Context: an optimization exercise on an open-source flow, tuned for small area, a short achievable clock period and few clock cycles. The choices shown serve that exercise and are no tape-out recipe. Only simulation tests tie the RTL to the original design; equivalence was not proved. No activity file was given, so power comes from the tool's default toggle rates.

--- flow/design.v ---
module ck_unit (
    input  wire        clk,
    input  wire        rst,
    input  wire        req_valid,
    output wire        req_ready,
    input  wire        req_write,
    input  wire [7:0]  req_addr,
    input  wire [31:0] req_wdata,
    output reg         rsp_valid,
    output reg  [31:0] rsp_rdata,
    output wire        irq,
    output wire        evt_mismatch,
    output reg         evt_alive
);
    localparam [5:0] A_ID        = 6'h00;
    localparam [5:0] A_CTRL      = 6'h01;
    localparam [5:0] A_POLY      = 6'h02;
    localparam [5:0] A_POLYVAL   = 6'h03;
    localparam [5:0] A_INIT      = 6'h04;
    localparam [5:0] A_XOROUT    = 6'h05;
    localparam [5:0] A_BLOCK     = 6'h06;
    localparam [5:0] A_ALIVE     = 6'h07;
    localparam [5:0] A_EXPECTED  = 6'h0B;
    localparam [5:0] A_RESULT    = 6'h0C;
    localparam [5:0] A_FLAGS     = 6'h0D;
    localparam [5:0] A_IRQ_EN    = 6'h0E;
    localparam [5:0] A_BLOCKS    = 6'h10;
    localparam [5:0] A_MISMATCH  = 6'h11;
    localparam [5:0] A_REPEATS   = 6'h12;
    localparam [5:0] A_GAPS      = 6'h13;
    localparam [5:0] A_ALIVE_REF = 6'h14;
    localparam [5:0] A_FEED      = 6'h16;
    localparam [5:0] A_FEED1     = 6'h17;
    localparam [5:0] A_CMD       = 6'h18;
    localparam [31:0] ID_VALUE   = 32'h000D_0100;
    localparam [31:0] MU_P1 = 32'h04D1_01DF;
    localparam [31:0] MU_P2 = 32'h1F91_CAF6;
    localparam [31:0] MU_P3 = 32'h1130_3471;
    localparam [31:0] MU_P4 = 32'h0715_6A16;
    reg        en;
    reg [2:0]  src;
    reg [7:0]  id;
    reg [1:0]  end_mode;
    reg [1:0]  exp_src;
    reg [1:0]  alive_w;
    reg        nibble;
    reg [2:0]  preset;
    reg [5:0]  width;
    reg        refin;
    reg        refout;
    reg [31:0] polyval;
    reg [31:0] initval;
    reg [31:0] xorout;
    reg [23:0] block_len;
    reg [7:0]  delim;
    reg [23:0] alive_off;
    reg [31:0] expected;
    reg [31:0] result;      
    reg        res_fix;
    reg [6:0]  flags;
    reg [6:0]  irq_en;
    reg [31:0] cnt_blocks;
    reg [31:0] cnt_mismatch;
    reg [31:0] cnt_repeats;
    reg [31:0] cnt_gaps;
    reg [15:0] alive_ref;
    reg        alive_valid;
    reg [31:0] mu;
    reg [31:0] crc;         
    reg [31:0] tail;        
    reg        tail_ref;    
    reg [24:0] nbytes;      
    reg [23:0] left;        
    reg [3:0]  kh;          
    reg [4:0]  ch;          
    reg        ends_r;      
    reg        nz;          
    reg        as_neg;      
    reg        as_small;    
    reg        as_m1;       
    reg [2:0]  as3;         
    reg [3:0]  as_le;       
    reg [3:0]  as_jh;       
    reg [3:0]  as_jl;       
    reg [4:0]  need;        
    reg        cmp_pend;    
    reg        rsp_late;    
    reg        evt_m;
    reg        r_new;       
    reg [16:0] rsel;        
    reg [31:0] r_data;      
    reg [3:0]  vm;          
    reg [3:0]  dhit;        
    reg        div_pend;
    reg        div_align;
    reg        div_run;
    reg [31:0] p_al;        
    reg [31:0] i_al;        
    reg [4:0]  lsh;         
    reg [3:0]  sh8;         
    reg [7:0]  sh1;         
    reg        sh_rf;       
    reg [5:0]  e_w;
    reg [31:0] e_poly;
    reg [31:0] e_init;
    reg [31:0] e_xor;
    reg        e_refin;
    reg        e_refout;
    always @(*) begin
        case (preset)
            3'd1: begin
                e_w = 6'd32; e_poly = 32'h04C1_1DB7; e_init = 32'hFFFF_FFFF;
                e_xor = 32'hFFFF_FFFF; e_refin = 1'b1; e_refout = 1'b1;
            end
            3'd2: begin
                e_w = 6'd32; e_poly = 32'h1EDC_6F41; e_init = 32'hFFFF_FFFF;
                e_xor = 32'hFFFF_FFFF; e_refin = 1'b1; e_refout = 1'b1;
            end
            3'd3: begin
                e_w = 6'd16; e_poly = 32'h0000_1021; e_init = 32'h0000_FFFF;
                e_xor = 32'h0000_0000; e_refin = 1'b0; e_refout = 1'b0;
            end
            3'd4: begin
                e_w = 6'd8; e_poly = 32'h0000_0007; e_init = 32'h0000_0000;
                e_xor = 32'h0000_0000; e_refin = 1'b0; e_refout = 1'b0;
            end
            default: begin
                e_w = width; e_poly = polyval; e_init = initval;
                e_xor = xorout; e_refin = refin; e_refout = refout;
            end
        endcase
    end
    wire [31:0] wmask   = 32'hFFFF_FFFF >> lsh;
    wire [31:0] xor_m   = e_xor & wmask;
    wire [2:0] e_bytes = 3'd4 - {1'b0, lsh[4:3]};
    function [31:0] reflect32;
        input [31:0] v;
        integer i;
        begin
            for (i = 0; i < 32; i = i + 1)
                reflect32[i] = v[31 - i];
        end
    endfunction
    function [31:0] refbytes;
        input [31:0] v;
        integer i;
        begin
            for (i = 0; i < 32; i = i + 1)
                refbytes[i] = v[(i & ~7) + 7 - (i & 7)];
        end
    endfunction
    function [31:0] barrett;
        input [31:0] a;
        input [31:0] m;
        input [31:0] p;
        integer i, j;
        reg [31:0] q;
        begin
            q = a;
            for (j = 0; j < 32; j = j + 1)
                for (i = j + 1; i < 32; i = i + 1)
                    q[j] = q[j] ^ (a[i] & m[32 + j - i]);
            barrett = 32'd0;
            for (j = 0; j < 32; j = j + 1)
                for (i = 0; i <= j; i = i + 1)
                    barrett[j] = barrett[j] ^ (q[i] & p[j - i]);
        end
    endfunction
    function [31:0] finalize;
        input [31:0] c;
        input        ro;
        input [4:0]  sh;
        input [31:0] xm;
        input [31:0] wm;
        begin
            finalize = ((ro ? reflect32(c) : (c >> sh)) ^ xm) & wm;
        end
    endfunction
    wire [31:0] wd = r_data;
    wire [2:0] w_src      = wd[3:1];
    wire [7:0] w_id       = wd[15:8];
    wire [1:0] w_end_mode = wd[17:16];
    reg q_ctrl_ok, q_poly_ok, q_pval_ok, q_init_ok, q_xor_ok, q_block_ok, q_alive_ok;
    reg q_irqen_ok, q_cfg_err, q_exp, q_flags, q_soft, q_cmd_end, q_cmd_rst, q_en_rise, q_div_trig;
    reg [3:0] q_cnt;
    wire ctrl_ok  = q_ctrl_ok;
    wire poly_ok  = q_poly_ok;
    wire cmd_end  = q_cmd_end;
    wire cmd_rst  = q_cmd_rst;
    wire en_rise  = q_en_rise;
    wire blk_rst  = cmd_rst || en_rise;
    wire div_trig = q_div_trig;
    wire       en_d    = ctrl_ok ? wd[0] : en;
    wire [2:0] src_d   = ctrl_ok ? w_src : src;
    wire [7:0] id_d    = ctrl_ok ? w_id : id;
    wire       nib_d   = ctrl_ok ? wd[22] : nibble;
    wire [1:0] aw_d    = ctrl_ok ? wd[21:20] : alive_w;
    wire       bl0_d   = q_block_ok ? (wd[23:0] == 24'd0) : (block_len == 24'd0);
    wire [2:0] preset_d = poly_ok ? wd[2:0]  : preset;
    wire [5:0] width_d  = poly_ok ? wd[13:8] : width;
    wire [1:0] exp_d    = ctrl_ok ? wd[19:18] : exp_src;
    wire [1:0] emode_d  = ctrl_ok ? w_end_mode : end_mode;
    wire [5:0] w_eff_d  = (preset_d == 3'd0) ? width_d :
                          (preset_d == 3'd3) ? 6'd16 :
                          (preset_d == 3'd4) ? 6'd8 : 6'd32;
    wire [5:0] lsh_d    = 6'd32 - w_eff_d;
    wire       rfo_d    = (preset_d == 3'd0) ? (poly_ok ? wd[15] : refout) :
                          (preset_d == 3'd1) || (preset_d == 3'd2);
    wire       trl_d    = (exp_d == 2'd1) || (exp_d == 2'd2);
    wire feeding = vm[0];
    wire [2:0] k = {kh[3], kh[2] | kh[1], kh[2] | kh[0]};
    wire ends  = ends_r;
    wire [3:0] rem = ({4{kh[0]}} & {1'b0, vm[3:1]}) | ({4{kh[1]}} & {2'b0, vm[3:2]}) |
                     ({4{kh[2]}} & {3'b0, vm[3]});
    wire split = |rem;
    wire       trailer = (exp_src == 2'd1) || (exp_src == 2'd2);
    wire [31:0] cb = {r_data[7:0], r_data[15:8], r_data[23:16], r_data[31:24]};
    wire [63:0] sw = {tail, cb};
    reg  [31:0] d_top;
    wire [31:0] tail_next = ({32{kh[0]}} & sw[55:24]) | ({32{kh[1]}} & sw[47:16]) |
                            ({32{kh[2]}} & sw[39:8])  | ({32{kh[3]}} & sw[31:0]);
    wire [31:0] a_full = crc ^ d_top;
    reg  [31:0] a_hi;
    reg  [31:0] crc_post;
    always @(*) begin
        a_hi = ({32{ch[1]}} & {24'd0, a_full[31:24]}) |
               ({32{ch[2]}} & {16'd0, a_full[31:16]}) |
               ({32{ch[3]}} & {8'd0, a_full[31:8]}) |
               ({32{ch[4]}} & a_full);
        crc_post = ({32{ch[0]}} & crc) |
                   ({32{ch[1]}} & {crc[23:0], 8'd0}) |
                   ({32{ch[2]}} & {crc[15:0], 16'd0}) |
                   ({32{ch[3]}} & {crc[7:0], 24'd0});
    end
    wire [31:0] crc_next = barrett(a_hi, mu, p_al) ^ crc_post;
    wire [23:0] left_next = (blk_rst || end_ev) ? block_len : feeding ? left - {21'd0, k} : left;
    wire [25:0] n_sum   = {1'b0, nbytes} + {23'd0, k};
    wire [24:0] n_next  = n_sum[25] ? 25'h1FF_FFFF : n_sum[24:0];
    wire [24:0] n_nx    = (blk_rst || end_ev) ? 25'd0 : feeding ? n_next : nbytes;
    wire        s_neg   = as_neg;
    wire        s_small = as_small;
    wire        s_m1    = as_m1;
    wire [2:0]  s3      = as3;
    wire        aw3     = (alive_w == 2'd3);
    wire        k0      = (kh == 4'd0);
    wire        lt_k    = (kh[0] & as_le[0]) | (kh[1] & as_le[1]) | (kh[2] & as_le[2]) | (kh[3] & as_le[3]);
    wire        lt_k1   = (kh[1] & as_le[0]) | (kh[2] & as_le[1]) | (kh[3] & as_le[2]);
    wire        hit12   = lt_k;
    wire        hit3    = s_m1 ? !k0 : lt_k1;
    wire        alive_hit = feeding && (alive_w != 2'd0) && (aw3 ? hit3 : hit12);
    wire [7:0]  a_bc  = ({8{as_jh[0]}} & r_data[7:0])   | ({8{as_jh[1]}} & r_data[15:8]) |
                        ({8{as_jh[2]}} & r_data[23:16]) | ({8{as_jh[3]}} & r_data[31:24]);
    wire [7:0]  a_loc = ({8{as_jl[0]}} & tail[7:0])     | ({8{as_jl[1]}} & r_data[7:0]) |
                        ({8{as_jl[2]}} & r_data[15:8])  | ({8{as_jl[3]}} & r_data[23:16]);
    wire [15:0] a_raw = e_refin ? refbytes({16'd0, a_bc, a_loc}) : {a_bc, a_loc};
    wire [7:0]  a_b   = a_raw[15:8];
    wire [7:0]  a_lo  = a_raw[7:0];
    reg [15:0] alive_v;
    reg [15:0] alive_mod;
    always @(*) begin
        case (alive_w)
            2'd1:    begin alive_v = {12'd0, nibble ? a_b[7:4] : a_b[3:0]}; alive_mod = 16'h000F; end
            2'd2:    begin alive_v = {8'd0, a_b};  alive_mod = 16'h00FF; end
            default: begin alive_v = {a_b, a_lo};  alive_mod = 16'hFFFF; end
        endcase
    end
    wire [15:0] alive_succ = (alive_ref + 16'd1) & alive_mod;
    wire a_first  = alive_hit && !alive_valid;
    wire a_next   = alive_hit && alive_valid && (alive_v == alive_succ);
    wire a_repeat = alive_hit && alive_valid && !(alive_v == alive_succ) && (alive_v == alive_ref);
    wire a_gap    = alive_hit && alive_valid && !(alive_v == alive_succ) && !(alive_v == alive_ref);
    wire end_ev = (feeding && ends) || (cmd_end && nz);
    wire [31:0] t_raw = tail_ref ? refbytes(tail) : tail;
    reg  [31:0] tail_be;
    reg  [31:0] tail_le;
    always @(*) begin
        case (e_bytes)
            3'd1: begin tail_be = {24'd0, t_raw[7:0]};  tail_le = {24'd0, t_raw[7:0]}; end
            3'd2: begin tail_be = {16'd0, t_raw[15:0]}; tail_le = {16'd0, t_raw[7:0], t_raw[15:8]}; end
            3'd3: begin tail_be = {8'd0, t_raw[23:0]};  tail_le = {8'd0, t_raw[7:0], t_raw[15:8], t_raw[23:16]}; end
            default: begin tail_be = t_raw; tail_le = {t_raw[7:0], t_raw[15:8], t_raw[23:16], t_raw[31:24]}; end
        endcase
    end
    wire [31:0] exp_value = (exp_src == 2'd1) ? tail_le :
                            (exp_src == 2'd2) ? tail_be : expected;
    wire        end_chunk = feeding && ends;
    wire        end_cmd   = end_ev && !end_chunk;
    wire [31:0] fin_in   = res_fix ? result : crc;
    wire [31:0] fs1 = ({32{sh8[0]}} & fin_in)         | ({32{sh8[1]}} & (fin_in >> 8)) |
                      ({32{sh8[2]}} & (fin_in >> 16)) | ({32{sh8[3]}} & (fin_in >> 24));
    wire [31:0] fs2 = ({32{sh1[0]}} & fs1)        | ({32{sh1[1]}} & (fs1 >> 1)) |
                      ({32{sh1[2]}} & (fs1 >> 2)) | ({32{sh1[3]}} & (fs1 >> 3)) |
                      ({32{sh1[4]}} & (fs1 >> 4)) | ({32{sh1[5]}} & (fs1 >> 5)) |
                      ({32{sh1[6]}} & (fs1 >> 6)) | ({32{sh1[7]}} & (fs1 >> 7)) |
                      ({32{sh_rf}} & reflect32(fin_in));
    wire [31:0] res_fin  = (fs2 ^ xor_m) & wmask;
    wire        mismatch = (cmp_pend || (end_cmd && compare)) &&
                           (((res_fin ^ exp_value) & wmask) != 32'd0);
    wire [3:0] n_lo_k    = {1'b0, nbytes[2:0]} + {1'b0, k};
    wire short_crc   = trailer && (nbytes[24:3] == 22'd0) && (n_lo_k <= {1'b0, e_bytes});
    wire short_alive = (alive_w != 2'd0) &&
                       (aw3 ? (k0 ? (!s_neg || s_m1) : (!s_neg && !lt_k1)) : (!s_neg && !lt_k));
    wire compare     = (exp_src == 2'd0) || (trailer && !short_crc);
    wire div_last = div_run && mu[31];
    assign req_ready = !(feeding && split) && !div_trig && !div_pend && !div_align && !(div_run && !div_last);
    wire acc = req_valid && req_ready;
    wire [3:0] dhit_in = {req_wdata[31:24] == delim, req_wdata[23:16] == delim,
                          req_wdata[15:8] == delim, req_wdata[7:0] == delim};
    wire [3:0] vm_n = acc ? ((in_feed && feed_ok) ? 4'b1111 : (in_feed1 && feed_ok) ? 4'b0001 : 4'b0000) : rem;
    wire [3:0] dhit_sh = ({4{kh[0]}} & {1'b0, dhit[3:1]}) | ({4{kh[1]}} & {2'b0, dhit[3:2]}) |
                         ({4{kh[2]}} & {3'b0, dhit[3]});
    wire [3:0] dhit_n = acc ? dhit_in : dhit_sh;
    wire [8:1] eql;
    wire [4:1] eqb;
    genvar gi;
    generate
        for (gi = 1; gi <= 8; gi = gi + 1) begin : g_eql
            assign eql[gi] = (left == gi);
        end
        for (gi = 1; gi <= 4; gi = gi + 1) begin : g_eqb
            assign eqb[gi] = (block_len == gi);
        end
    endgenerate
    wire [3:0] lhit_f = ({4{kh[0]}} & eql[5:2]) | ({4{kh[1]}} & eql[6:3]) |
                        ({4{kh[2]}} & eql[7:4]) | ({4{kh[3]}} & eql[8:5]);
    wire [3:0] lhit_n = (blk_rst || end_ev) ? eqb : feeding ? lhit_f : eql[4:1];
    wire [3:0] emv_n = ((emode_d == 2'd0) ? lhit_n : (emode_d == 2'd2) ? dhit_n : 4'b0000) & vm_n;
    wire [3:0] last_n = vm_n & ~{1'b0, vm_n[3:1]};
    wire [3:0] kh_n = emv_n[0] ? 4'b0001 : emv_n[1] ? 4'b0010 : emv_n[2] ? 4'b0100 : emv_n[3] ? 4'b1000 : last_n;
    reg  [4:0] te_n;
    always @(*) begin
        if (!trl_d)
            te_n = 5'b00001;
        else case (preset_d)
            3'd1, 3'd2: te_n = 5'b10000;
            3'd3:       te_n = 5'b00100;
            3'd4:       te_n = 5'b00010;
            default:    te_n = (width_d > 6'd24) ? 5'b10000 : (width_d > 6'd16) ? 5'b01000 :
                               (width_d > 6'd8) ? 5'b00100 : 5'b00010;
        endcase
    end
    wire [4:0] need_k = {need[4] & k0,
                         (need[3] & k0) | (need[4] & kh[0]),
                         (need[2] & k0) | (need[3] & kh[0]) | (need[4] & kh[1]),
                         (need[1] & k0) | (need[2] & kh[0]) | (need[3] & kh[1]) | (need[4] & kh[2]),
                         need[0] | (need[1] & !k0) | (need[2] & (kh[1] | kh[2] | kh[3])) |
                         (need[3] & (kh[2] | kh[3])) | (need[4] & kh[3])};
    wire [4:0] need_n = (blk_rst || end_ev) ? te_n : need_k;
    wire [23:0] aoff_d = q_alive_ok ? wd[23:0] : alive_off;
    wire [25:0] a_base  = {2'b0, aoff_d} - {1'b0, nbytes};
    wire        b_sm16  = !a_base[25] && (a_base[24:4] == 21'd0);
    wire [4:0]  a_t     = {1'b0, a_base[3:0]} - {2'b0, k};
    wire        f_neg   = a_base[25] || (b_sm16 && a_t[4]);
    wire        f_m1    = ((&a_base) && k0) || (b_sm16 && (&a_t));
    wire        f_small = b_sm16 && !a_t[4] && !a_t[3];
    wire        r_sel   = blk_rst || end_ev;
    wire        sn_neg   = r_sel ? 1'b0 : f_neg;
    wire        sn_m1    = r_sel ? 1'b0 : f_m1;
    wire        sn_small = r_sel ? (aoff_d[23:3] == 21'd0) : f_small;
    wire [2:0]  sn_low   = r_sel ? aoff_d[2:0] : a_t[2:0];
    wire [1:0]  jh_n    = (aw_d == 2'd3) ? sn_low[1:0] + 2'd1 : sn_low[1:0];
    wire [4:0] ch_n;
    assign ch_n[4] = kh_n[3] & need_n[0];
    assign ch_n[3] = (kh_n[3] & need_n[1]) | (kh_n[2] & need_n[0]);
    assign ch_n[2] = (kh_n[3] & need_n[2]) | (kh_n[2] & need_n[1]) | (kh_n[1] & need_n[0]);
    assign ch_n[1] = (kh_n[3] & need_n[3]) | (kh_n[2] & need_n[2]) | (kh_n[1] & need_n[1]) | (kh_n[0] & need_n[0]);
    assign ch_n[0] = ~|ch_n[4:1];
    wire [4:0] win_n;
    assign win_n[0] = |(te_n & need_n);
    assign win_n[1] = (te_n[1] & need_n[0]) | (te_n[2] & need_n[1]) | (te_n[3] & need_n[2]) | (te_n[4] & need_n[3]);
    assign win_n[2] = (te_n[2] & need_n[0]) | (te_n[3] & need_n[1]) | (te_n[4] & need_n[2]);
    assign win_n[3] = (te_n[3] & need_n[0]) | (te_n[4] & need_n[1]);
    assign win_n[4] = te_n[4] & need_n[0];
    wire       in_feed  = req_write && (req_addr[7:2] == A_FEED);
    wire       in_feed1 = req_write && (req_addr[7:2] == A_FEED1);
    reg  [31:0] r_data_n;
    always @(*) begin
        if (acc)
            r_data_n = ((in_feed || in_feed1) && e_refin) ? refbytes(req_wdata) : req_wdata;
        else if (div_align)
            r_data_n = p_al;
        else if (div_run)
            r_data_n = {r_data[30:0], 1'b0} ^ (r_data[31] ? p_al : 32'd0);
        else if (feeding)
            case (k)
                3'd1:    r_data_n = {8'd0, r_data[31:8]};
                3'd2:    r_data_n = {16'd0, r_data[31:16]};
                3'd3:    r_data_n = {24'd0, r_data[31:24]};
                default: r_data_n = r_data;
            endcase
        else
            r_data_n = r_data;
    end
    wire [31:0] tail_n = feeding ? tail_next : tail;
    wire [63:0] sw_n   = {tail_n, r_data_n[7:0], r_data_n[15:8], r_data_n[23:16], r_data_n[31:24]};
    wire       feed_ok  = en_d && (src_d == 3'd0);
    wire [5:0]  ca    = req_addr[7:2];
    wire [31:0] cw    = req_wdata;
    wire        cwr   = acc && req_write;
    reg  [7:0]  c_allowed;
    always @(*) begin
        case (cw[3:1])
            3'd1, 3'd2: c_allowed = 8'h3F;
            3'd4:       c_allowed = 8'h0F;
            3'd5:       c_allowed = 8'h1F;
            3'd6:       c_allowed = 8'h01;
            3'd7:       c_allowed = 8'h07;
            default:    c_allowed = 8'h00;
        endcase
    end
    wire c_same      = (cw[3:1] == src_d) && (cw[15:8] == id_d) && (cw[17:16] == emode_d) &&
                       (cw[19:18] == exp_d) && (cw[21:20] == aw_d) && (cw[22] == nib_d);
    wire c_ctrl_bad  = ((cw[15:8] & ~c_allowed) != 8'd0) ||
                       ((cw[17:16] == 2'd1) && ((cw[3:1] == 3'd0) || (cw[3:1] == 3'd3))) ||
                       ((cw[17:16] == 2'd0) && bl0_d) ||
                       (en_d && !c_same);
    wire c_poly_bad  = en_d || (cw[2:0] > 3'd4) || (cw[13:8] == 6'd0) || (cw[13:8] > 6'd32);
    wire c_block_bad = en_d || ((cw[23:0] == 24'd0) && (emode_d == 2'd0));
    wire c_ctrl  = cwr && (ca == A_CTRL);
    wire c_poly  = cwr && (ca == A_POLY);
    wire c_block = cwr && (ca == A_BLOCK);
    wire c_enreg = cwr && ((ca == A_POLYVAL) || (ca == A_INIT) || (ca == A_XOROUT) ||
                           (ca == A_ALIVE) || (ca == A_IRQ_EN));
    wire c_cmd   = cwr && (ca == A_CMD);
    wire [32:0] inc_blocks   = {1'b0, cnt_blocks}   + 33'd1;
    wire [32:0] inc_mismatch = {1'b0, cnt_mismatch} + 33'd1;
    wire [32:0] inc_repeats  = {1'b0, cnt_repeats}  + 33'd1;
    wire [32:0] inc_gaps     = {1'b0, cnt_gaps}     + 33'd1;
    always @(posedge clk) begin
        if (rst) begin
            en <= 1'b0; src <= 3'd0; id <= 8'd0; end_mode <= 2'd0; exp_src <= 2'd0;
            alive_w <= 2'd0; nibble <= 1'b0;
            preset <= 3'd2; width <= 6'd32; refin <= 1'b1; refout <= 1'b1;
            polyval <= 32'd0; initval <= 32'd0; xorout <= 32'd0;
            block_len <= 24'd64; delim <= 8'd0; alive_off <= 24'd0;
            expected <= 32'd0; result <= 32'd0; res_fix <= 1'b0; cmp_pend <= 1'b0;
            flags <= 7'd0; irq_en <= 7'h77;
            cnt_blocks <= 32'd0; cnt_mismatch <= 32'd0; cnt_repeats <= 32'd0; cnt_gaps <= 32'd0;
            alive_ref <= 16'd0; alive_valid <= 1'b0;
            mu <= MU_P2; p_al <= 32'h1EDC_6F41; i_al <= 32'hFFFF_FFFF;
            lsh <= 5'd0; sh8 <= 4'b0001; sh1 <= 8'd0; sh_rf <= 1'b1; div_align <= 1'b0;
            nbytes <= 25'd0; nz <= 1'b0;
            q_ctrl_ok <= 1'b0; q_poly_ok <= 1'b0; q_pval_ok <= 1'b0; q_init_ok <= 1'b0;
            q_xor_ok <= 1'b0; q_block_ok <= 1'b0; q_alive_ok <= 1'b0; q_irqen_ok <= 1'b0;
            q_cfg_err <= 1'b0; q_exp <= 1'b0; q_flags <= 1'b0; q_soft <= 1'b0; q_cmd_end <= 1'b0;
            q_cmd_rst <= 1'b0; q_en_rise <= 1'b0; q_div_trig <= 1'b0; q_cnt <= 4'd0;
            r_new <= 1'b0; vm <= 4'd0; kh <= 4'd0; ch <= 5'd1; ends_r <= 1'b0; div_pend <= 1'b0; div_run <= 1'b0;
            rsp_valid <= 1'b0; rsp_late <= 1'b0; evt_m <= 1'b0;
            evt_alive <= 1'b0;
        end else begin
            r_new     <= acc;
            vm        <= vm_n;
            kh        <= kh_n;
            ch        <= ch_n;
            ends_r    <= |emv_n;
            rsp_valid <= (acc && !req_write && !end_chunk) || rsp_late;
            rsp_late  <= acc && !req_write && end_chunk;
            if (acc) begin
                rsel    <= {ca == A_ALIVE_REF, ca == A_GAPS, ca == A_REPEATS, ca == A_MISMATCH,
                            ca == A_BLOCKS, ca == A_IRQ_EN, ca == A_FLAGS, ca == A_RESULT,
                            ca == A_EXPECTED, ca == A_ALIVE, ca == A_BLOCK, ca == A_XOROUT,
                            ca == A_INIT, ca == A_POLYVAL, ca == A_POLY, ca == A_CTRL, ca == A_ID};
            end
            q_ctrl_ok  <= c_ctrl && !c_ctrl_bad;
            q_en_rise  <= c_ctrl && !c_ctrl_bad && cw[0] && !en_d;
            q_poly_ok  <= c_poly && !c_poly_bad;
            q_pval_ok  <= cwr && (ca == A_POLYVAL) && !en_d;
            q_init_ok  <= cwr && (ca == A_INIT) && !en_d;
            q_xor_ok   <= cwr && (ca == A_XOROUT) && !en_d;
            q_block_ok <= c_block && !c_block_bad;
            q_alive_ok <= cwr && (ca == A_ALIVE) && !en_d;
            q_irqen_ok <= cwr && (ca == A_IRQ_EN) && !en_d;
            q_cfg_err  <= (c_ctrl && c_ctrl_bad) || (c_poly && c_poly_bad) ||
                          (c_block && c_block_bad) || (c_enreg && en_d);
            q_exp      <= cwr && (ca == A_EXPECTED);
            q_flags    <= cwr && (ca == A_FLAGS);
            q_soft     <= (in_feed || in_feed1) && acc && (src_d != 3'd0);
            q_cmd_end  <= c_cmd && (cw[1:0] == 2'd1);
            q_cmd_rst  <= c_cmd && (cw[1:0] == 2'd2);
            q_cnt      <= {cwr && (ca == A_GAPS), cwr && (ca == A_REPEATS),
                           cwr && (ca == A_MISMATCH), cwr && (ca == A_BLOCKS)};
            q_div_trig <= (c_poly && !c_poly_bad && (cw[2:0] == 3'd0)) ||
                          (cwr && ((ca == A_POLYVAL) || (ca == A_INIT)) && !en_d && (preset_d == 3'd0));
            div_pend <= div_trig;
            lsh      <= lsh_d[4:0];
            sh8      <= 4'b0001 << lsh_d[4:3];
            sh1      <= rfo_d ? 8'd0 : (8'b0000_0001 << lsh_d[2:0]);
            sh_rf    <= rfo_d;
            if (div_pend) begin
                p_al      <= polyval & wmask;
                i_al      <= initval & wmask;
                mu        <= wmask;
                div_align <= 1'b1;
            end else if (div_align) begin
                if (mu[31]) begin
                    mu        <= 32'd1;
                    div_align <= 1'b0;
                    div_run   <= 1'b1;
                end else begin
                    p_al <= {p_al[30:0], 1'b0};
                    i_al <= {i_al[30:0], 1'b0};
                    mu   <= {mu[30:0], 1'b0};
                end
            end else if (div_run) begin
                mu <= {mu[30:0], r_data[31]};
                if (mu[31]) div_run <= 1'b0;
            end else if (poly_ok) begin
                case (wd[2:0])
                    3'd1: begin mu <= MU_P1; p_al <= 32'h04C1_1DB7; i_al <= 32'hFFFF_FFFF; end
                    3'd2: begin mu <= MU_P2; p_al <= 32'h1EDC_6F41; i_al <= 32'hFFFF_FFFF; end
                    3'd3: begin mu <= MU_P3; p_al <= 32'h1021_0000; i_al <= 32'hFFFF_0000; end
                    3'd4: begin mu <= MU_P4; p_al <= 32'h0700_0000; i_al <= 32'h0000_0000; end
                    default: ;
                endcase
            end
            evt_alive    <= a_repeat || a_gap;
            if (q_cfg_err) flags[6] <= 1'b1;
            if (q_soft)    flags[5] <= 1'b1;
            if (ctrl_ok) begin
                en       <= wd[0];
                src      <= w_src;
                id       <= w_id;
                end_mode <= w_end_mode;
                exp_src  <= wd[19:18];
                alive_w  <= wd[21:20];
                nibble   <= wd[22];
            end
            if (poly_ok) begin
                preset <= wd[2:0];
                width  <= wd[13:8];
                refin  <= wd[14];
                refout <= wd[15];
            end
            if (q_pval_ok)  polyval <= wd;
            if (q_init_ok)  initval <= wd;
            if (q_xor_ok)   xorout  <= wd;
            if (q_block_ok) begin
                block_len <= wd[23:0];
                delim     <= wd[31:24];
            end
            if (q_alive_ok) alive_off <= wd[23:0];
            if (q_exp)      expected <= wd;
            if (q_irqen_ok) irq_en <= wd[6:0];
            if (q_flags)    flags <= (flags | {6'd0, mismatch}) & ~wd[6:0];
            if (q_cnt[0]) cnt_blocks <= wd;
            else if (end_ev && !inc_blocks[32]) cnt_blocks <= inc_blocks[31:0];
            if (q_cnt[1]) cnt_mismatch <= wd;
            else if (mismatch && !inc_mismatch[32]) cnt_mismatch <= inc_mismatch[31:0];
            if (q_cnt[2]) cnt_repeats <= wd;
            else if (a_repeat && !inc_repeats[32]) cnt_repeats <= inc_repeats[31:0];
            if (q_cnt[3]) cnt_gaps <= wd;
            else if (a_gap && !inc_gaps[32]) cnt_gaps <= inc_gaps[31:0];
            if (blk_rst) begin
                alive_ref   <= 16'd0;
                alive_valid <= 1'b0;
            end else begin
                if (a_first) begin
                    alive_ref   <= alive_v;
                    alive_valid <= 1'b1;
                end
                if (a_next || a_gap) alive_ref <= alive_v;
                if (a_repeat) flags[1] <= 1'b1;
                if (a_gap)    flags[2] <= 1'b1;
            end
            cmp_pend <= end_chunk && compare;
            evt_m    <= mismatch;
            if (mismatch && !q_flags) flags[0] <= 1'b1;
            if (end_chunk) begin
                result  <= crc_next;
                res_fix <= 1'b1;
                if (short_crc || short_alive) flags[3] <= 1'b1;
            end else if (end_ev) begin
                result  <= res_fin;
                res_fix <= 1'b0;
                if (short_crc || short_alive) flags[3] <= 1'b1;
            end else if (res_fix) begin
                result  <= res_fin;
                res_fix <= 1'b0;
            end
            if (blk_rst || end_ev) begin
                nbytes <= 25'd0;
                nz     <= 1'b0;
            end else if (feeding) begin
                nbytes <= n_next;
                nz     <= 1'b1;
            end
        end
        if (blk_rst || end_ev) begin
            crc  <= i_al;
        end else if (feeding) begin
            crc  <= crc_next;
        end
        r_data <= r_data_n;
        d_top <= ({32{win_n[0]}} & sw_n[31:0])  | ({32{win_n[1]}} & sw_n[39:8]) |
                 ({32{win_n[2]}} & sw_n[47:16]) | ({32{win_n[3]}} & sw_n[55:24]) |
                 ({32{win_n[4]}} & sw_n[63:32]);
        need <= need_n;
        as_neg   <= sn_neg;
        as_small <= sn_small;
        as_m1    <= sn_m1;
        as3      <= sn_low;
        as_le    <= {4{sn_small}} & {sn_low <= 3'd3, sn_low <= 3'd2, sn_low <= 3'd1, sn_low == 3'd0};
        as_jh    <= (jh_n == 2'd0) ? 4'b0001 : (jh_n == 2'd1) ? 4'b0010 : (jh_n == 2'd2) ? 4'b0100 : 4'b1000;
        as_jl    <= sn_m1 ? 4'b0001 : (sn_low[1:0] == 2'd0) ? 4'b0010 :
                    (sn_low[1:0] == 2'd1) ? 4'b0100 : 4'b1000;
        dhit <= dhit_n;
        if (feeding) begin
            tail     <= tail_next;
            tail_ref <= e_refin;
        end
        left <= left_next;
    end
    always @(*) begin
        rsp_rdata = ({32{rsel[0]}}  & ID_VALUE) |
                    ({32{rsel[1]}}  & {9'd0, nibble, alive_w, exp_src, end_mode, id, 4'd0, src, en}) |
                    ({32{rsel[2]}}  & {16'd0, refout, refin, width, 5'd0, preset}) |
                    ({32{rsel[3]}}  & polyval) |
                    ({32{rsel[4]}}  & initval) |
                    ({32{rsel[5]}}  & xorout) |
                    ({32{rsel[6]}}  & {delim, block_len}) |
                    ({32{rsel[7]}}  & {8'd0, alive_off}) |
                    ({32{rsel[8]}}  & expected) |
                    ({32{rsel[9]}}  & result) |
                    ({32{rsel[10]}} & {25'd0, flags}) |
                    ({32{rsel[11]}} & {25'd0, irq_en}) |
                    ({32{rsel[12]}} & cnt_blocks) |
                    ({32{rsel[13]}} & cnt_mismatch) |
                    ({32{rsel[14]}} & cnt_repeats) |
                    ({32{rsel[15]}} & cnt_gaps) |
                    ({32{rsel[16]}} & {15'd0, alive_valid, alive_ref});
    end
    assign irq = |(flags & irq_en);
    assign evt_mismatch = evt_m;
endmodule
--- flow/run.sh ---
#!/bin/bash
# synth_recipe.tcl (not shown) runs the flow's synth.tcl, then flattens the netlist and writes it again
# the make line also repeats each setting of config.mk as NAME=value (left out here)
make -C /OpenROAD-flow-scripts/flow DESIGN_CONFIG=/design/flow/config.mk WORK_HOME=/design/flow/orfs CLKGATE_MAP_FILE= SYNTH_SCRIPT=/design/flow/synth_recipe.tcl finish
--- flow/config.mk ---
export PLATFORM = sky130hd
export DESIGN_NAME = ck_unit
export DESIGN_NICKNAME = ck_unit
export VERILOG_FILES = /design/flow/design.v
export SDC_FILE = /design/flow/constraint.sdc
export NUM_CORES = 4
export LEC_CHECK = 0
export ABC_CLOCK_PERIOD_IN_PS = 5000
export CAP_MARGIN = 20
export CORE_MARGIN = 2
export CORE_UTILIZATION = 40
export SETUP_SLACK_MARGIN = 1.8
export SLEW_MARGIN = 20
--- flow/constraint.sdc ---
create_clock -name core_clock -period 7.0 [get_ports {clk}]
set_input_delay 1.4000 -clock core_clock [delete_from_list [all_inputs] [get_ports {clk}]]
set_output_delay 1.4000 -clock core_clock [all_outputs]
set_load 0.01 [all_outputs]
==> results by group <==
Outcome
  • Run status: complete, no violations

Global route
  • First-pass GRT wire length: 455000 um
  • GR Util All Layers: 39.5%
  • Vias in the first global route: 59865
  • Initial antenna violation count: 19
  • Total grt overflow: 0
  • Largest net degree at the start of global routing: 152

Synthesis
  • Synth cell types: 102
  • Yosys top cell by area: dfxtp_1
  • Synth async-reset ratio: 0%
  • Synth top area share: 22.7%
  • Number of synthesized flops with an enable pin: 74
  • Mapped Cells: 8169
  • Sequential area share after synthesis: 26.3%
  • Synth area leaders: dfxtp_1 (23%), xnor2_1 (13%), nand2_1 (7.8%)
  • Syn Nets: 8278
  • Synth warnings: 1
  • Post-synth top cells: nand2_1 (1294), nor2_1 (896), xnor2_1 (890)
  • Most frequent cell after synthesis: nand2_1
  • Synth Flop Type: dfxtp_1
  • Syn Std Cell Area: 62200 um2
  • #FFs+latches synth: 780
  • Avg Cell Area, Syn: 7.62 um2

Drt
  • DR pass1 iterations: 10
  • Initial DRC Count: 11282
  • Routed via count: 65699
  • DRT Wirelength: 324000 um
  • Wirelength per Cell: 32.3 um
  • Post-route ant nets: 0
  • Vias per std cell: 6.55
  • DR DRC count: 0

Floorplan
  • Total I/O pin count: 81
  • Chip Width: 398 um
  • Initial Util: 40.3%
  • Die Ht: 398 um
  • Rows: 144
  • DIE AREA: 159000 um2
  • Core area: 154000 um2

Timing
  • Slack of the critical path: 1.81 ns
  • Fin crit share: 74.1%
  • Skew final: 0.0770 ns
  • Slew HR: 22.0%
  • Setup_tns: 0 ns
  • Final hold vios: 0
  • F_max: 193 MHz
  • Post-layout min period: 5.19 ns
  • # setup viols final: 0
  • Worst-margin pin slew: 1.17 ns
  • RSZ-0062 raised after global routing: no
  • Max-slew violations: 0

Final layout
  • Post-layout util: 44.8%
  • Nets: 8023
  • Share of layout cells above drive strength 1: 8.64%
  • Multi-input gate area: 42900 um2
  • Register area: 16400 um2
  • Fillcell total: 15483
  • Area Growth Syn to Fin: 11.0%

CTS
  • CTS buffer count: 89
  • Clock transition at the registers of the reported paths: 0.06 ns
  • H-tree lvl count: 3
  • CTS tree: yes
  • Max Buffers Root-to-Sink: 3
  • Sink Count: 780
  • # hold bufs at CTS: 0
  • Clock Latency Late Sink: 0.78 ns
  • Root Buffer: clkbuf_16

Worst setup path
  • Kind of critical path: register to register
  • Crit path max-delay cell type: xnor3_2
  • Delay of the slowest cell on the worst path: 0.68 ns
  • Worst-path fanout max: 21
  • Crit path cell chain: buf_4, xor2_2, buf_4, a22o_2, nand2_1, xnor2_1, xnor2_1, xnor3_1, xnor3_2, buf_4, buf_4, nand2_1, xnor2_1, xnor2_1, xnor2_1, xnor2_1, o21ai_0
  • Critical path required time: 7.43 ns
  • Crit path launch type: register
  • Top cell by count, worst path: xnor2_1
  • Critical path buffers and inverters: 4
  • Arr. time, crit path: 5.62 ns
  • Worst Setup End Kind: register
  • Top Family by Delay on Critical Path: XOR/XNOR gates

Pwr
  • Comb power frac: 24.7%
  • Power Density: 192 nW/um2
  • Internal: 8.62 mW
  • Worst IR Drop VDD: 0.210 mV
  • P_leak: 23.8 nW
  • Sw Share: 35.1%
  • Clk pwr share: 38.5%
  • Sequential share of power: 36.8%
  • Switch Pwr: 4.66 mW

Place
  • Detail Placement HPWL: 235000 um
  • IO buf count: 78
  • RD Place Congestion: 1.09
  • Setup slack at placement: 0.891 ns

Flow run
  • Max Cap Viol: 0

Hold path
  • Hold Crit Class: register to register
[repair_timing]
| action | in CTS | in global routing |
|---|---|---|
| buffers inserted | 13 | 19 |
| cloned | 0 | 2 |
| hold endpoints to repair | 0 | 0 |
| setup endpoints to repair | 137 | 118 |
| pin swaps | 4 | 3 |
| gates resized for setup | 51 | 46 |
[power groups by stage]
stage / clock network, mW / logic [mW] / registers, mW
5_1_grt: 5.26 / 3.34 / 4.89
4_1_cts: 5.10 / 3.07 / 4.88
3_3_place_gp: 0 / 2.99 / 4.97
3_5_place_dp: 0 / 3.01 / 4.98
2_1_floorplan: 0 / 1.81 / 4.85
6_report: 5.11 / 3.28 / 4.89
[final cells by class]
class                      instances  share of cell area [%]
timing repair buffer             399                    4.88
antenna                            6                  0.0217
clock inverter                    47                   0.935
inverter                         179                   0.991
clock buffer                     118                    3.60
tap                             2044                    3.70
multi-input combinational       6464                    62.1
sequential                       780                    23.7
timing repair inverter             1                 0.00725
[final timing paths]
path	slack [ns]	depth (start not counted)	endpoint	start
max	1.81	17	crc[9]	crc[28]
max reg2reg	1.81	17	crc[9]	crc[28]
min reg2reg	0.50	2	nbytes[2]	nbytes[2]
min	0.50	2	nbytes[2]	nbytes[2]
[cells by family after synthesis]
family / count (synthesis) / share of synthesized area (%)
buf+inv: 925 / 5.80
mux: 356 / 5.89
compound gates: 1765 / 20.1
xor+xnor: 1292 / 19.9
simple gates: 2985 / 20.7
fa+ha+maj: 66 / 1.37
flops: 780 / 26.3
[through the flow]
stage | hold WS (ns) | power [mW] | cells | area [um2]
3_5_place_dp | 0.491 | 7.99 | 9833 | 65000
4_1_cts | 0.502 | 13.0 | 10011 | 68500
6_report | 0.504 | 13.3 | 10038 | 69000
2_1_floorplan | 0.416 | 6.65 | 8169 | 62200
3_3_place_gp | 0.486 | 7.96 | 9833 | 65000
5_1_grt | 0.519 | 13.5 | 10032 | 69000
[routing by layer]
metal	track usage, %	routed length [um]
met5	0	178
met3	11.1	41500
met2	56.9	131000
met1	49.0	118000
met4	31.9	32700
[sequential cells by signal (all words and copies together), names as in the netlist, 32 cells and up]
signal,flops
cnt_gaps,32
xorout,32
crc,32
polyval,32
cnt_blocks,32
r_data,32
tail,32
p_al,32
cnt_mismatch,32
result,32
expected,32
initval,32
cnt_repeats,32
d_top,32
mu,32
i_al,32
[cells in the final DEF (no fill, tap or decap), drive strengths merged, types with 53 or more instances in the layout]
master,netlist,layout
clkdlybuf4s50,0,77
a21oi,277,277
xor2,325,325
dfxtp,706,706
mux2i,289,289
xnor3,76,76
o211ai,55,55
mux2,67,67
o21ai,306,306
nor2,896,896
nand4,77,77
nor3,154,154
buf,183,321
a221oi,131,131
ha,61,61
xnor2,891,891
a22oi,353,353
a31oi,83,83
edfxtp,74,74
a211oi,111,111
nand2,1294,1294
inv,168,169
and3,78,78
nor4,53,53
a222oi,99,99
nand3,240,240
clkbuf,563,119
a22o,82,82
[worst min-delay path, stage by stage, from the launching register on]
cell and delay (ns):
dfxtp_1 0.31, inv_1 0.08, a211oi_1 0.07
Testbench counts, summed over its fixed seeds: cycles 7,129.

==> static timing again, ports no longer ideal <==
No port has a modelled driver above. Below, the same layout with a new extraction and two added sets of constraints. Step 1, drivers: a clkbuf_16 drives clk and a buf_2 each remaining input, both assumed. Step 2, shift: input delay + t, output delay - t, t = (earliest + latest rising clock arrival at the registers) / 2. This alone moves slack from input paths to output paths. Slacks: no drivers / after step 1 / after step 2; pairs: no drivers / after step 1.
t (ns): 0.817
setup slack, ns: 1.813 / 1.813 / 1.238
worst hold slack (ns): 0.504 / 0.504 / 0.504
worst register clock-pin slew, ns: 0.07 / 0.07
After both steps setup and hold are still met in this run. The setup slack of this run moves by 0.000 ns with the drivers and by -0.575 ns with both steps.
